This design comes from an exercise in tuning for small area, a short achievable clock period and few clock cycles on the open sky130 flow, not from production work. In this exercise RTL edits were held to simulation tests only and were not proved equivalent to the original. Power figures rest on the tool's default switching activity, not on a simulated workload.

==> flow/design.v (outline; a module is shown in full before it is edited, if it fits) <==
// module stoker_core: 930 lines
module stoker_core (
    input             clk,
    input             rst,
    output     [11:0] i_addr,
    input      [31:0] i_rdata,
    output            d_req,
    output            d_we,
    output     [12:0] d_addr,
    output     [3:0]  d_be,
    output     [31:0] d_wdata,
    input      [31:0] d_rdata,
    output reg        halted,
    output reg        except,
    output reg [1:0]  exc_class,
    output reg [2:0]  exc_sub,
    output     [13:0] exc_pc,
    output     [31:0] exc_insn,
    output reg [31:0] exc_addr
);
  // ...
==> flow/flow/run.sh <==
#!/bin/bash
# The standard layout, with the timing repair aiming for more setup slack
# than the 24 ns clock needs, so that the achieved period shrinks.
set -euo pipefail
bash standard.sh SETUP_SLACK_MARGIN=17 finish > standard_flow.log 2>&1
==> flow/standard.sh <==
#!/bin/bash
# synth_recipe.tcl (not shown) runs the flow's synth.tcl, then flattens the netlist and writes it again
# the make line also repeats each setting of config.mk as NAME=value (left out here)
make -C /OpenROAD-flow-scripts/flow DESIGN_CONFIG=/design/flow/config.mk WORK_HOME=/design/flow/orfs CLKGATE_MAP_FILE= SYNTH_SCRIPT=/design/flow/synth_recipe.tcl "${@:-finish}"
==> flow/config.mk <==
export PLATFORM = sky130hd
export DESIGN_NAME = stoker_core
export DESIGN_NICKNAME = stoker_core
export VERILOG_FILES = /design/flow/design.v
export SDC_FILE = /design/flow/constraint.sdc
export NUM_CORES = 4
export LEC_CHECK = 0
export CAP_MARGIN = 20
export CORE_MARGIN = 2
export CORE_UTILIZATION = 50
export PLACE_DENSITY = 0.65
export SLEW_MARGIN = 20
==> flow/constraint.sdc <==
create_clock -name core_clock -period 24.0 [get_ports {clk}]
set_input_delay 4.8000 -clock core_clock [delete_from_list [all_inputs] [get_ports {clk}]]
set_output_delay 4.8000 -clock core_clock [all_outputs]
set_load 0.01 [all_outputs]
==> run notes, run 1 <==
status=timing/DRC/antenna clean; cell family with most CP delay=simple AND/OR/NAND/NOR gates; area of all sequential standard cells=between 20000 and 30000 sq um; First DRT Iteration DRCs=13499; Placer Congestion=about 1.1; wire per inst=37.41 um; Combinational Power Share=0.422; vias in the first global route=72355; die area=roughly 150000 sq um; WP buf/inv=4; crit path cell chain=buf_6 -> buf_12 -> mux2_4 -> nand2_2 -> nor3_1 -> nor4_2 -> buf_4 -> o22ai_1 -> nor3_4 -> nand4_2 -> nor4b_2 -> a41oi_1 -> o31ai_1 -> a211oi_1 -> buf_4 -> a211oi_1 -> nand2_1 -> a21oi_2 -> o21ai_2 -> a221o_2; Crit Path Class=reg2reg; Post-Synth Simple-Gate Area=0.1675; Post-synth EDFFs=789; met2 usage=0.7323; first-pass GRT wire length=between 500 and 600 mm; grt total ovfl=0; Die Height=392.2 um; DP Wirelength=276.7 mm; Reg with most FFs=rf; top-count cell post-synth=nand2_1; TritonCTS Buffers=roughly 110; CP required=~24 ns; clock share of power=0.275; pin count of the biggest net entering global routing=87; clk buf depth=3; Final Cell Area=87380 sq um; syn_area_per_cell=9.129 sq um; Power Clock=0.00176 W
Testbench counts, summed over its fixed seeds: cycles 148,028.
==> inputs of run 2 (changes only) <==
--- a/flow/design.v
+++ b/flow/design.v
@@ -637,18 +637,19 @@
     assign d_addr  = sb_v ? sb_addr : e_maddr;
     assign d_be    = sb_be;
     assign d_wdata = sb_data;
     wire        e_multi = (e_mul || mc_cm) && e_step != 2'd3;
     wire        e_busy = e_go && !e_exc_pre && (e_multi || (e_ld && sb_v));
     wire        e_last = !e_multi;
     wire        e_we   = e_go && !e_exc_pre && e_last && e_wr;
     wire        e_stop = e_go && (e_exc_pre || x_mem || e_halt);
-    assign exc_pc   = except ? {e_pc, 2'b00} : 14'd0;
-    assign exc_insn = except ? e_ir : 32'd0;
+    assign exc_pc   = {e_pc, 2'b00};
+    assign exc_insn = e_ir;
+    wire        e_hlt  = e_go && e_halt && !e_exc_pre;
     wire [5:0]  op    = ir[31:26];
     wire [1:0]  pr    = ir[25:24];
     wire [3:0]  rd    = ir[23:20];
     wire [3:0]  ra    = ir[19:16];
     wire [3:0]  rb    = ir[15:12];
     wire [3:0]  fn    = ir[11:8];
     wire [15:0] imm16 = ir[15:0];
     wire [19:0] off20 = ir[19:0];
@@ -780,17 +781,22 @@
         sb_addr <= agu[14:2];
         sb_be   <= st_be;
         sb_data <= st_dat;
         if (rst) begin
             rv <= 16'd0;
             a0 <= 42'd0; a1 <= 42'd0;
             p <= 3'd0;
             fl_n <= 1'b0; fl_z <= 1'b0; fl_c <= 1'b0; fl_v <= 1'b0; fl_s <= 1'b0;
-            pc_f <= 12'd0; nxt <= 12'd0; f_pc <= 12'hFFF; ir_v <= 1'b0;
+            if (halted && pc_f == 12'd0) begin
+                f_pc <= 12'd0; pc_f <= 12'd1;
+            end else begin
+                f_pc <= 12'hFFF; pc_f <= 12'd0;
+            end
+            nxt <= 12'd0; ir_v <= 1'b0;
             e_valid <= 1'b0; e_step <= 2'd0;
             ld_arr <= 1'b0; ldr_v <= 1'b0; sb_v <= 1'b0;
             halted <= 1'b0; except <= 1'b0;
             exc_class <= 2'd0; exc_sub <= 3'd0; exc_addr <= 32'd0;
         end else begin
             if (w_en) rv[w_idx] <= 1'b1;
             ld_arr <= 1'b0;
             if (e_we) begin
@@ -866,16 +872,19 @@
                             mq_b <= (e_step != 2'd2) ? eb[31:16] : eb[15:0];
                             e_neg <= e_step == 2'd0;
                         end else begin
                             mq_a <= (e_step != 2'd2) ? ea[31:16] : ea[15:0];
                             mq_b <= (e_step != 2'd1) ? eb[31:16] : eb[15:0];
                             e_neg <= e_step == 2'd2;
                         end
                     end
+                end else if (e_hlt) begin
+                    e_ir <= 32'd0;
+                    e_pc <= 12'd0;
                 end else if (!e_stop) begin
                     e_step <= 2'd0;
                     e_valid <= d_adv;
                     e_ir <= ir;
                     e_pc <= ir_pc;
                     ea <= opa;
                     eb <= opb;
                     e_rd <= is_call ? 4'd15 : rd;
@@ -919,12 +928,13 @@
                 pc_f <= i_take ? itgt : pc_other;
                 nxt  <= redirect ? btgt : i_take ? itgt : accept ? nxt + 12'd1 : nxt;
                 if (accept) begin
                     ir <= i_rdata; ir_pc <= f_pc;
                     ir_done <= a_done; ir_tk <= a_tk;
                 end
                 if (redirect) ir_v <= 1'b0;
                 else if (room) ir_v <= accept;
+                if (exc_now || e_hlt) pc_f <= 12'd0;
             end
         end
     end
 endmodule
==> flow/flow/run.sh (replaced) <==
#!/bin/bash
# The standard layout, with two changes: the timing repair aims for more
# setup slack than the 24 ns clock needs, so that the achieved period shrinks,
# and the port buffers are buf_2 rather than the default delay-cell buffer.
set -euo pipefail
bash standard.sh SETUP_SLACK_MARGIN=17 "BUFFER_PORTS_ARGS=-buffer_cell sky130_fd_sc_hd__buf_2" finish > standard_flow.log 2>&1
==> run notes, run 2 <==
clock latency on the worst-skew pair=0.83 ns (was 0.84 ns); worst setup margin=16.59 ns (was 16.83 ns); multi-input logic area=45120 sq um (was 45480 sq um); cell family with most CP delay=compound AO/OA/AOI/OAI gates (was simple AND/OR/NAND/NOR gates); commonest non-fill, non-tap cell in the layout=edfxtp_1 (was nand2_1); Crit Path Class=reg2reg (unchanged); Synth warnings=2 (unchanged); Hold Fails Final Rpt=0 (unchanged); Nets=8714 (was 8865); Crit path arrival time=8.14 ns (was 7.64 ns); I/O pin cnt=214 (unchanged); Total Routed Length=388.0 mm (was 393.4 mm); synthesized area=75200 sq um (was 75350 sq um); fraction of layout cells with a size suffix above 1=0.1629 (was 0.1421); TritonRoute pass-1 iters=14 (unchanged); DRT antenna net count=0 (unchanged); Worst R2R End=fl_s (was mq_b[5]); reg2reg path depth=25 (was 20); Power, Total=0.006615 W (was 0.006406 W); most frequent cells in the layout=813 x edfxtp_1, 675 x nand2_1, 523 x a21oi_1 (was 828 x nand2_1, 789 x edfxtp_1, 489 x a21oi_1); die area=153500 sq um (was 153800 sq um); synth top area cells=edfxtp_1 32%, dfxtp_1 5.7%, ha_1 4.5%, a22oi_1 4.3%, a21oi_1 3.8% (was edfxtp_1 31%, dfxtp_1 6.3%, ha_1 4.5%, nand2_1 4.2%, a22oi_1 4.1%); Setup violations, final=0 (unchanged); synthesis-to-layout area growth=14.83% (was 15.97%); post-synthesis sequential area ratio=0.3814 (was 0.3774); Metal-1 WL=128.6 mm (was 128.9 mm); CTS Hold Bufs=0 (unchanged); grt total ovfl=0 (unchanged); dpl ws=14.88 ns (was 14.92 ns); pin count of the biggest net entering global routing=79 (was 87); #FFs+latches synth=1026 (unchanged); cell total after placement=9965 (was 10141); Die Height=391.8 um (was 392.2 um); placed standard-cell area=79120 sq um (was 80300 sq um); Top Registers=rf (512), a0 (42), a1 (42) (unchanged); fmax=135.0 MHz (was 139.5 MHz); Critical Path End=fl_s (was mq_b[5]); Crit. Startpoint=mq_b[2] (was e_sat); delay of the slowest critical-path stage=0.56 ns (was 0.58 ns); IO Port Bufs=210 (unchanged); Combinational Power Share=0.417 (was 0.422); Most Frequent Cell on Critical Path=fa_1; area of all sequential standard cells=28680 sq um (was 28450 sq um); Internal=0.004078 W (was 0.003920 W); clk root buf=clkbuf_16 (unchanged); Initial Utilization=0.5027 (was 0.5031); Critical Path Sink Type=flop (unchanged); Reg with most FFs=rf (unchanged); area of the core=149600 sq um (was 149800 sq um); clock transition at the registers of the reported paths=0.07 ns (about the same); Distinct cells, synth=110 (was 115); Sequential Power Share=0.295 (was 0.303); clk sink count=1026 (unchanged); Vias/cell=7.392 (was 7.372); Mapped Cells=8104 (was 8254); crit-path max FO=8 (was 32); cell taking the most area after synthesis=edfxtp_1 (unchanged); Final Cell Area=86350 sq um (was 87380 sq um); vias in the first global route=71379 (was 72355); sw frac=0.3835 (was 0.3881); initial antenna violation count=28 (was 24); prevailing post-synth register cell=edfxtp_1 (unchanged); Final min period=7.410 ns (was 7.167 ns); Leak=31.45 nW (was 31.22 nW); Max Clock Skew=0.1114 ns (was 0.09174 ns); Setup TNS Final=0 ns (unchanged); startpoint class of the critical path=flop (unchanged); Power Density=76.60 nW/um^2 (was 73.31 nW/um^2); met2 WL post-DR=161.4 mm (was 167.1 mm); status=timing/DRC/antenna clean (unchanged); Fillers=13121 (was 12995); global-route usage over all layers=0.4858 (was 0.4935); Post-synth EDFFs=813 (was 789); std cell rows=142 (unchanged); Die Width=391.8 um (was 392.2 um); Placer Congestion=1.121 (was 1.127); slew at the pin closest to its max-slew limit=1.369 ns (was 1.381 ns); worst min path class=reg2reg (unchanged); Final Max Tran Viols=0 (unchanged); DRC viols=0 (unchanged); Post-synth ARST share=0 (unchanged); H-tree depth=3 (unchanged); CTS tree=yes (unchanged); top-count cell post-synth=edfxtp_1 (was nand2_1); Crit path depth=25 (was 20); WP buf/inv=2 (was 4); First DRT Iteration DRCs=13591 (was 13499); Highest Signal Layer=met5 (unchanged); Crit-path slowest cell=edfxtp_1 (was nor4b_2); wire per inst=37.40 um (was 37.41 um); switching power=0.002536 W (was 0.002486 W); clock share of power=0.288 (was 0.275); Synth top area share=0.3247 (was 0.3144); DP Wirelength=270.3 mm (was 276.7 mm); max FFs per register=512 (unchanged); first-pass GRT wire length=535.1 mm (was 543.4 mm); non-filler cells, final=10376 (was 10516); Peak supply drop=147.2 uV (was 184.0 uV); CP required=24.73 ns (was 24.48 ns); syn_area_per_cell=9.279 sq um (was 9.129 sq um); reg2reg start=mq_b[2] (was e_sat); Slew headroom=0.07888 (was 0.07915); reg-to-reg setup timing slack=16.59 ns (was 16.83 ns); period utilization=0.3087 (was 0.2986); vias=76702 (was 77520); commonest cells in the netlist=813 x edfxtp_1, 684 x nand2_1, 576 x a21oi_1, 555 x nor2_1, 536 x clkbuf_1 (was 843 x nand2_1, 789 x edfxtp_1, 550 x a21oi_1, 532 x clkbuf_1, 526 x nor2_1); Max-Cap Viols=0 (unchanged); unrepaired setup endpoints after global routing=true (unchanged); TritonCTS Buffers=113 (unchanged); clk buf depth=3 (unchanged); met3 WL=54.48 mm (was 49.17 mm)
run 2: cell types whose count changed after synthesis, sizes merged, moves of 24 or more:
cell / delta
a221oi: -44
edfxtp: +24
inv: -24
nor2: +27
dfxtp: -24
nand3: -24
a21oi: +24
xor2: +24
mux2i: +36
nor3: -76
nand2: -159
a21o: +27
run 2: tightest hold or removal path, delay by kind of cell (launching register included):
kind,cells,cell delay [ns]
AO/OA/AOI/OAI,1,0.05
flip-flops,1,0.30
AND/OR/NAND/NOR,1,0.05
run 2: cell type report:
cell class / instances / share of cell area
Inverter: 275 / 0.01208
Clock inverter: 71 / 0.01101
Antenna cell: 25 / 0.0007245
Multi-Input combinational cell: 6173 / 0.5225
Timing Repair inverter: 1 / 0.00005796
Tap cell: 2016 / 0.02921
Timing Repair Buffer: 646 / 0.05687
Clock buffer: 143 / 0.03540
Sequential cell: 1026 / 0.3321
run 2: power groups by stage:
stage / clock network, W / logic [W] / registers, W
after floorplan: 0 / 0.00148 / 0.00197
after global placement: 0 / 0.00220 / 0.00199
after detailed placement: 0 / 0.00221 / 0.00199
after CTS: 0.00189 / 0.00240 / 0.00195
after global routing: 0.00197 / 0.00288 / 0.00195
final: 0.00190 / 0.00276 / 0.00195
run 2: worst min path at each step:
stage | from | to | slack (ns) | cells past startpoint
6_report | exc_addr[29] | exc_addr[29] | 0.46 | 2
5_1_grt | exc_addr[30] | exc_addr[30] | 0.48 | 2
4_1_cts | exc_addr[30] | exc_addr[30] | 0.46 | 2
3_5_place_dp | exc_addr[17] | exc_addr[17] | 0.45 | 2
3_3_place_gp | exc_addr[30] | exc_addr[30] | 0.44 | 2
2_1_floorplan | eb[0] | sb_data[0] | 0.37 | 0
run 2: timing repair:
| action | 4_1_cts | 5_1_grt |
|---|---|---|
| setup endpoints to repair | 872 | 649 |
| resized for setup | 156 | 202 |
| cloned | 4 | 8 |
| setup buffers | 94 | 65 |
| pin swaps | 58 | 81 |
run 2: per-layer routing:
layer / up-vias / track usage
met5: - / 0
met4: 28 / 0.4215
met3: 2222 / 0.1786
met2: 6818 / 0.7095
met1: 36703 / 0.5611
li1: 30931 / -
run 2: logic make-up after synthesis:
kind of cell               count (synthesis)  share of synthesized area
buffers and inverters                    911                    0.04725
muxes                                    310                    0.04584
xor gates and xnor gates                 492                    0.05730
other                                      2                 0.00009987
and+or+nand+nor                         2402                     0.1572
DFF                                     1026                     0.3814
AOI/OAI and AO/OA                       2549                     0.2284
adders and majority gates                412                    0.08253
run 2: per-stage QoR:
stage / util / hold WS [ns]
detailed placement: 0.5289 / 0.4502
finish: 0.5772 / 0.4585
floorplan: - / 0.3711
global route: 0.5769 / 0.4818
CTS: 0.5657 / 0.4600
global placement: 0.5283 / 0.4440
Testbench counts of run 2, summed over its fixed seeds: cycles 147,780.

==> afterwards: timing with drivers on the ports <==
How much do the figures lean on ideal ports? The routed layouts below were timed once more, with nothing changed but the port constraints.
Step 1, drivers: a clkbuf_16 drives clk and a buf_2 each remaining input, both assumed.
Step 2 also shifts input and output timing later by t, the mid clock arrival at the registers, as if the neighbouring blocks saw the same clock.
Slacks: no drivers / after step 1 / after step 2; pairs: no drivers / after step 1.
run | shift t [ns] | setup slack, ns | slew at the worst register clock pin (ns) | cell pins on the clock port's net
run 1 | 0.881 | 16.833 / 16.833 / 16.095 | 0.07 / 0.07 | 1
run 2 | 0.862 | 16.590 / 16.590 / 16.061 | 0.07 / 0.07 | 1
After both steps setup and hold are still met in every run listed. The setup slack of run 1, which loses most, moves by 0.000 ns with the drivers and by -0.738 ns with both steps.
